Context: an optimization exercise on an open-source flow, tuned for small area and a short achievable clock period. The choices shown serve that exercise and are no tape-out recipe.
RTL that was checked went through simulation tests only; none was proved equivalent to the original.

==> exp/cedar <==
// ic_line_codec
module ic_line_codec (
    input  wire         clk,
    input  wire         rst,             
    input  wire         rd_valid,
    input  wire [351:0] rd_line,         
    output wire         rd_out_valid,
    output wire [351:0] rd_out_line,     
    output wire [3:0]   rd_out_ce,
    output wire [3:0]   rd_out_ue,
    output wire [15:0]  rd_out_sym,      
    input  wire         wr_valid,
    input  wire [255:0] wr_data,         
    output reg          wr_out_valid,
    output reg  [95:0]  wr_out_check     
);
    wire [95:0] synd;
    wire [43:0] hit;
    wire [3:0]  nz;
    wire [95:0] check;
    reg         rd_v_q;
    reg [351:0] rd_line_q;
    reg [31:0]  s0_q;
    reg [43:0]  hit_q;
    reg [3:0]   nz_q;
    genvar l;
    generate
        for (l = 0; l < 4; l = l + 1) begin : g_lane
            ic_syndrome u_syn (
                .word (rd_line[88*l +: 88]),
                .synd (synd[24*l +: 24])
            );
            ic_locate u_loc (
                .synd (synd[24*l +: 24]),
                .hit  (hit[11*l +: 11]),
                .nz   (nz[l])
            );
            ic_decoder u_dec (
                .word  (rd_line_q[88*l +: 88]),
                .s0    (s0_q[8*l +: 8]),
                .hit   (hit_q[11*l +: 11]),
                .nz    (nz_q[l]),
  ...
Settings: LEC_CHECK=0, CAP_MARGIN=20, CORE_MARGIN=2, CORE_UTILIZATION=40, SLEW_MARGIN=20; clock period 6.0 ns.
standard.sh (not shown) runs the stock make flow with config.mk's settings and CLKGATE_MAP_FILE= SYNTH_SCRIPT=/design/flow/synth_recipe.tcl, a recipe that flattens the netlist after the stock synthesis.
==> flow/flow/run.sh <==
#!/bin/bash
# The standard layout, with every input and output port buffered by a plain
# buffer cell instead of the one buffer_ports picks by default.
set -euo pipefail
export BUFFER_PORTS_ARGS="-buffer_cell sky130_fd_sc_hd__buf_2"
bash standard.sh > standard.log 2>&1
==> exp/ember (differences from exp/cedar) <==
==> flow/run.sh (new file) <==
#!/bin/bash
# synth_recipe.tcl (not shown) runs the flow's synth.tcl, then flattens the netlist and writes it again
# the make line also repeats each setting of config.mk as NAME=value (left out here)
make -C /OpenROAD-flow-scripts/flow DESIGN_CONFIG=/design/flow/config.mk WORK_HOME=/design/flow/orfs CLKGATE_MAP_FILE= SYNTH_SCRIPT=/design/flow/synth_recipe.tcl finish
removed: flow/flow/run.sh
removed: flow/standard.sh
==> results.yml <==
worst_setup_path:
  worstPathRequired_ns: 6.55
grt:
  grt_max_degree: 26
layout:
  final_util: 0.477
  nClkBuffers: 84
placement:
  dp_hpwl_mm: 179
status:
  status: "no timing/DRC/antenna violations"
The numbers above come from exp/cedar.

==> results.yml <==
worst_setup_path:
  worstPathRequired_ns: 6.51
layout:
  final_util: 0.527
  nClkBuffers: 98
grt:
  use_met3: 0.0498
  grt_max_degree: 23
status:
  status: "no timing/DRC/antenna violations"
The numbers above come from exp/ember.


---

==> 10-22: inputs <==
ic_line_codec, a different RTL version from the one above (not shown whole).
==> module ic_line_codec, before the edit <==
module ic_line_codec (
    input  wire         clk,
    input  wire         rst,             
    input  wire         rd_valid,
    input  wire [351:0] rd_line,         
    output reg          rd_out_valid,
    output reg  [351:0] rd_out_line,     
    output reg  [3:0]   rd_out_ce,
    output reg  [3:0]   rd_out_ue,
    output reg  [15:0]  rd_out_sym,      
    input  wire         wr_valid,
    input  wire [255:0] wr_data,         
    output reg          wr_out_valid,
    output reg  [95:0]  wr_out_check     
);
    wire [95:0]  synd;
    wire [43:0]  fit;
    wire [351:0] fixed;
    wire [3:0]   ce;
    wire [3:0]   ue;
    wire [15:0]  sym;
    wire [95:0]  check;
    reg         rd_v_q;
    reg [351:0] rd_line_q;
    reg [95:0]  synd_q;
    genvar l;
    generate
        for (l = 0; l < 4; l = l + 1) begin : g_lane
            ic_syndrome u_syn (
                .word (rd_line[88*l +: 88]),
                .synd (synd[24*l +: 24])
            );
            ic_locate u_loc (
                .synd (synd_q[24*l +: 24]),
                .fit  (fit[11*l +: 11])
            );
            ic_decoder u_dec (
                .word  (rd_line_q[88*l +: 88]),
                .s0    (synd_q[24*l +: 8]),
                .fit   (fit[11*l +: 11]),
                .fixed (fixed[88*l +: 88]),
                .ce    (ce[l]),
                .ue    (ue[l]),
                .sym   (sym[4*l +: 4])
            );
            ic_encoder u_enc (
                .data  (wr_data[64*l +: 64]),
                .check (check[24*l +: 24])
            );
        end
    endgenerate
    always @(posedge clk) begin
        if (rst) begin
            rd_v_q       <= 1'b0;
            rd_out_valid <= 1'b0;
            wr_out_valid <= 1'b0;
        end else begin
            rd_v_q       <= rd_valid;
            rd_out_valid <= rd_v_q;
            wr_out_valid <= wr_valid;
        end
        rd_line_q    <= rd_line;
        synd_q       <= synd;
        rd_out_line  <= fixed;
        rd_out_ce    <= ce;
        rd_out_ue    <= ue;
        rd_out_sym   <= sym;
        wr_out_check <= check;
    end
endmodule
==> flow/config.mk <==
export PLATFORM = sky130hd
export DESIGN_NAME = ic_line_codec
export DESIGN_NICKNAME = ic_line_codec
export VERILOG_FILES = /design/flow/design.v
export SDC_FILE = /design/flow/constraint.sdc
export NUM_CORES = 4
export LEC_CHECK = 0
export CAP_MARGIN = 20
export CORE_MARGIN = 2
export CORE_UTILIZATION = 55
export SETUP_SLACK_MARGIN = 3.3
export SLEW_MARGIN = 20
==> flow/constraint.sdc <==
create_clock -name core_clock -period 6.0 [get_ports {clk}]
set_input_delay 1.2000 -clock core_clock [delete_from_list [all_inputs] [get_ports {clk}]]
set_output_delay 1.2000 -clock core_clock [all_outputs]
set_load 0.01 [all_outputs]
==> flow/flow/run.sh <==
#!/bin/bash
# The standard layout, with every input and output port buffered by a plain
# buffer cell instead of the one buffer_ports picks by default.
set -euo pipefail
export BUFFER_PORTS_ARGS="-buffer_cell sky130_fd_sc_hd__buf_2"
bash standard.sh > standard.log 2>&1
==> 03-10: changes against 10-22 <==
--- a/flow/design.v
+++ b/flow/design.v
@@ -996,26 +996,23 @@
     input  wire         rst,             
     input  wire         rd_valid,
     input  wire [351:0] rd_line,         
-    output reg          rd_out_valid,
-    output reg  [351:0] rd_out_line,     
-    output reg  [3:0]   rd_out_ce,
-    output reg  [3:0]   rd_out_ue,
-    output reg  [15:0]  rd_out_sym,      
+    output wire         rd_out_valid,
+    output wire [351:0] rd_out_line,     
+    output wire [3:0]   rd_out_ce,
+    output wire [3:0]   rd_out_ue,
+    output wire [15:0]  rd_out_sym,      
     input  wire         wr_valid,
     input  wire [255:0] wr_data,         
     output reg          wr_out_valid,
     output reg  [95:0]  wr_out_check     
 );
-    wire [95:0]  synd;
-    wire [43:0]  fit;
-    wire [351:0] fixed;
-    wire [3:0]   ce;
-    wire [3:0]   ue;
-    wire [15:0]  sym;
-    wire [95:0]  check;
+    wire [95:0] synd;
+    wire [43:0] fit;
+    wire [95:0] check;
     reg         rd_v_q;
     reg [351:0] rd_line_q;
-    reg [95:0]  synd_q;
+    reg [31:0]  s0_q;
+    reg [43:0]  fit_q;
     genvar l;
     generate
         for (l = 0; l < 4; l = l + 1) begin : g_lane
@@ -1024,40 +1021,37 @@
                 .synd (synd[24*l +: 24])
             );
             ic_locate u_loc (
-                .synd (synd_q[24*l +: 24]),
+                .synd (synd[24*l +: 24]),
                 .fit  (fit[11*l +: 11])
             );
             ic_decoder u_dec (
                 .word  (rd_line_q[88*l +: 88]),
-                .s0    (synd_q[24*l +: 8]),
-                .fit   (fit[11*l +: 11]),
-                .fixed (fixed[88*l +: 88]),
-                .ce    (ce[l]),
-                .ue    (ue[l]),
-                .sym   (sym[4*l +: 4])
+                .s0    (s0_q[8*l +: 8]),
+                .fit   (fit_q[11*l +: 11]),
+                .fixed (rd_out_line[88*l +: 88]),
+                .ce    (rd_out_ce[l]),
+                .ue    (rd_out_ue[l]),
+                .sym   (rd_out_sym[4*l +: 4])
             );
             ic_encoder u_enc (
                 .data  (wr_data[64*l +: 64]),
                 .check (check[24*l +: 24])
             );
+            always @(posedge clk)
+                s0_q[8*l +: 8] <= synd[24*l +: 8];
         end
     endgenerate
     always @(posedge clk) begin
         if (rst) begin
             rd_v_q       <= 1'b0;
-            rd_out_valid <= 1'b0;
             wr_out_valid <= 1'b0;
         end else begin
             rd_v_q       <= rd_valid;
-            rd_out_valid <= rd_v_q;
             wr_out_valid <= wr_valid;
         end
         rd_line_q    <= rd_line;
-        synd_q       <= synd;
-        rd_out_line  <= fixed;
-        rd_out_ce    <= ce;
-        rd_out_ue    <= ue;
-        rd_out_sym   <= sym;
+        fit_q        <= fit;
         wr_out_check <= check;
     end
+    assign rd_out_valid = rd_v_q;
 endmodule
--- a/flow/config.mk
+++ b/flow/config.mk
@@ -7,6 +7,5 @@
 export LEC_CHECK = 0
 export CAP_MARGIN = 20
 export CORE_MARGIN = 2
-export CORE_UTILIZATION = 55
-export SETUP_SLACK_MARGIN = 3.3
+export CORE_UTILIZATION = 40
 export SLEW_MARGIN = 20
==> results.sh <==
export IMPL_multi_input_cells=4864
export IMPL_cts_buffers=96
export IMPL_ys_seq_area_frac=0.312
export IMPL_seq_cells=923
export IMPL_place_congestion=1.06
export IMPL_synth_top_area_frac=0.404
export IMPL_status="no timing/DRC/antenna violations"
export IMPL_dp_slack_ns=1.99
export IMPL_nets=8088
export IMPL_cts_sinks=923
export IMPL_crit_type="flop to flop"
export IMPL_dieArea_um2=110000
export IMPL_wl_met3_um=30100
export IMPL_synthAdderAreaFrac=0.00339
export IMPL_crit_path_end="rd_out_ue[0]"
export IMPL_clkLatencyLatePin_ns=0.70
-- figures above: 10-22

==> results.sh <==
export IMPL_seq_cells=526
export IMPL_dp_slack_ns=0.849
export IMPL_synth_top_area_frac=0.415
export IMPL_nets=6958
export IMPL_crit_type="input port to flop"
export IMPL_cpMaxStageDelayCell="xnor3_1"
export IMPL_multi_input_cells=4530
export IMPL_synthAdderAreaFrac=0
export IMPL_cts_sinks=526
export IMPL_hold_viol_final=0
export IMPL_dieArea_um2=131000
export IMPL_cts_buffers=71
export IMPL_rsz0062_at_grt="no"
export IMPL_ys_seq_area_frac=0.206
export IMPL_place_congestion=1.02
export IMPL_status="no timing/DRC/antenna violations"
export IMPL_clockBufferDepth=3
export IMPL_buf_share=0.103
-- figures above: 03-10

The RTL of 10-22 was laid out without a check of its function.

---

==> inputs of v10 <==
ic_line_codec, a different RTL version from the one above (not shown whole).
## ic_line_codec
module ic_line_codec (
    input  wire         clk,
    input  wire         rst,             
    input  wire         rd_valid,
    input  wire [351:0] rd_line,         
    output reg          rd_out_valid,
    output reg  [351:0] rd_out_line,     
    output reg  [3:0]   rd_out_ce,
    output reg  [3:0]   rd_out_ue,
    output reg  [15:0]  rd_out_sym,      
    input  wire         wr_valid,
    input  wire [255:0] wr_data,         
    output reg          wr_out_valid,
    output reg  [95:0]  wr_out_check     
);
Settings: LEC_CHECK=0, CAP_MARGIN=20, CORE_MARGIN=2, CORE_UTILIZATION=55, SETUP_SLACK_MARGIN=3.2, SLEW_MARGIN=20; clock period 6.0 ns.
Scripts as last shown in full above: flow/flow/run.sh
==> v23 (differences from v10) <==
CORE_UTILIZATION = 50   (was 55)
SETUP_SLACK_MARGIN = 3.1   (was 3.2)
==> comparison table <==
metric                                                           v10               v23
Global router's overall resource usage                        39.17%            38.50%
Minimum setup slack in the final design                     3.193 ns          3.079 ns
Wire length of the first global-routing pass                318.9 mm          336.3 mm
Worst slack at placement                                    2.037 ns          2.189 ns
Met1 wire length                                            89.37 mm          96.99 mm
Initial Util                                                  55.32%            50.28%
Non-Filler Cell Area, Final                              0.07259 mm²       0.07211 mm²
Synth-to-Final Area Change                                    22.74%            21.93%
Post-detailed-routing wire length                           227.5 mm          243.5 mm
Clock skew after layout                                   0.03087 ns        0.03313 ns
Status                              no timing/DRC/antenna violations  no timing/DRC/antenna violations
Final Non-Filler Cells                                          8688              8805
Later-pin clock latency in the skew report                   0.69 ns           0.72 ns
Hold slack                                                 0.4116 ns         0.4074 ns
R2R setup slack                                              3.19 ns           3.11 ns
Arrival time at the worst endpoint                           3.35 ns           3.45 ns
Crit path launch                                        wr_data[189]      wr_data[125]
Proportion of cell area spent on the clock network            4.785%            4.588%
Worst Setup EP                                      wr_out_check[62]  wr_out_check[25]

---

==> 04-27 <==
ic_line_codec with an RTL version that a note above also has.
==> flow/config.mk <==
export PLATFORM = sky130hd
export DESIGN_NAME = ic_line_codec
export DESIGN_NICKNAME = ic_line_codec
export VERILOG_FILES = /design/flow/design.v
export SDC_FILE = /design/flow/constraint.sdc
export NUM_CORES = 4
export LEC_CHECK = 0
export CAP_MARGIN = 20
export CORE_MARGIN = 2
export CORE_UTILIZATION = 55
export SETUP_SLACK_MARGIN = 1.5
export SLEW_MARGIN = 20
==> flow/constraint.sdc <==
create_clock -name core_clock -period 6.0 [get_ports {clk}]
set_input_delay 1.2000 -clock core_clock [delete_from_list [all_inputs] [get_ports {clk}]]
set_output_delay 1.2000 -clock core_clock [all_outputs]
set_load 0.01 [all_outputs]
Scripts as last shown in full above: flow/flow/run.sh
==> inputs of 09-06, as changes to 04-27 <==
--- a/flow/config.mk
+++ b/flow/config.mk
@@ -10,3 +10,3 @@
 export CORE_UTILIZATION = 55
-export SETUP_SLACK_MARGIN = 1.5
+export SETUP_SLACK_MARGIN = 2.8
 export SLEW_MARGIN = 20
==> flow_metrics.py <==
metrics = {
    "status": {
        "status": "did not finish",
        "stop_stage": "global routing (5_1_grt)",
        "first-error": "[ERROR GRT-0232] Routing congestion too high. Check the congestion heatmap in the GUI.",
    },
    "place": {
        "gp_congestion": 1.10,
        "pre_cts_slack_ns": 1.21,
        "hpwl_microns": 183000,
        "dp_cells": 7460,
        "place_area_sq_mm": 0.0594,
    },
    "grt": {
        "gr-usage-met2": 0.925,
        "use_met3": 0.652,
        "grt_overflow": 17,
    },
    "clock_network": {
        "htreeDepth": 3,
        "cts_buffers": 66,
    },
}
the above is filed under 09-06

==> flow_metrics.py <==
metrics = {
    "place": {
        "gp_congestion": 1.04,
        "dp_cells": 7492,
        "pre_cts_slack_ns": 0.869,
        "hpwl_microns": 175000,
        "place_area_sq_mm": 0.0578,
    },
    "grt": {
        "grt_overflow": 0,
        "use_met3": 0.121,
        "gr-usage-met2": 0.682,
    },
    "routing": {
        "vias_per_cell": 5.63,
        "top_layer_used": "met5",
    },
    "clock_network": {
        "clk_pin_slew_ns": 0.07,
        "cts_buffer_depth": 3,
    },
    "status": {
        "status": "finished clean",
    },
}
the above is filed under 04-27

==> re-timing with driven ports <==
Ports are ideal in the flow. The routed layouts listed here were re-timed in OpenROAD. Step 1: set_driving_cell puts a clkbuf_16 on clk and a buf_2 on each other input, an assumption about the parent block. Step 2 adds t to the input delays and takes it off the output delays; t is the mean of the earliest and latest rising clock arrival at the registers after step 1. Input paths then give back, and output paths get back, about the clock's delay inside the block. Slacks: ideal ports / drivers / drivers and shift; pairs: ideal ports / drivers.
run | t (ns) | slack for setup (ns) | worst hold slack (ns) | worst setup path at the end | worst slew at a driven data input, ns
exp/cedar | 0.734 | 1.003 / 1.056 / 0.322 | 0.667 / 0.627 / 1.362 | input to register | 0.15
exp/ember | 0.742 | 0.799 / 0.848 / 0.107 | 1.070 / 1.020 / 1.761 | input to register | 0.14
10-22 | 0.770 | 3.064 / 3.064 / 2.536 | 0.415 / 0.415 / 0.415 | input to register | 0.18
03-10 | 0.740 | 1.392 / 1.447 / 0.707 | 0.662 / 0.609 / 1.349 | input to register | 0.22
v10 | 0.756 | 3.193 / 3.195 / 2.442 | 0.412 / 0.412 / 0.412 | input to register | 0.14
v23 | 0.776 | 3.079 / 3.114 / 2.359 | 0.407 / 0.407 / 0.407 | input to register | 0.22
04-27 | 0.770 | 1.605 / 1.652 / 0.882 | 0.629 / 0.576 / 1.346 | input to register | 0.21
After both steps every run listed still meets setup and hold. The setup slack of v10, which loses most, moves by +0.002 ns with the drivers and by -0.751 ns with both steps.
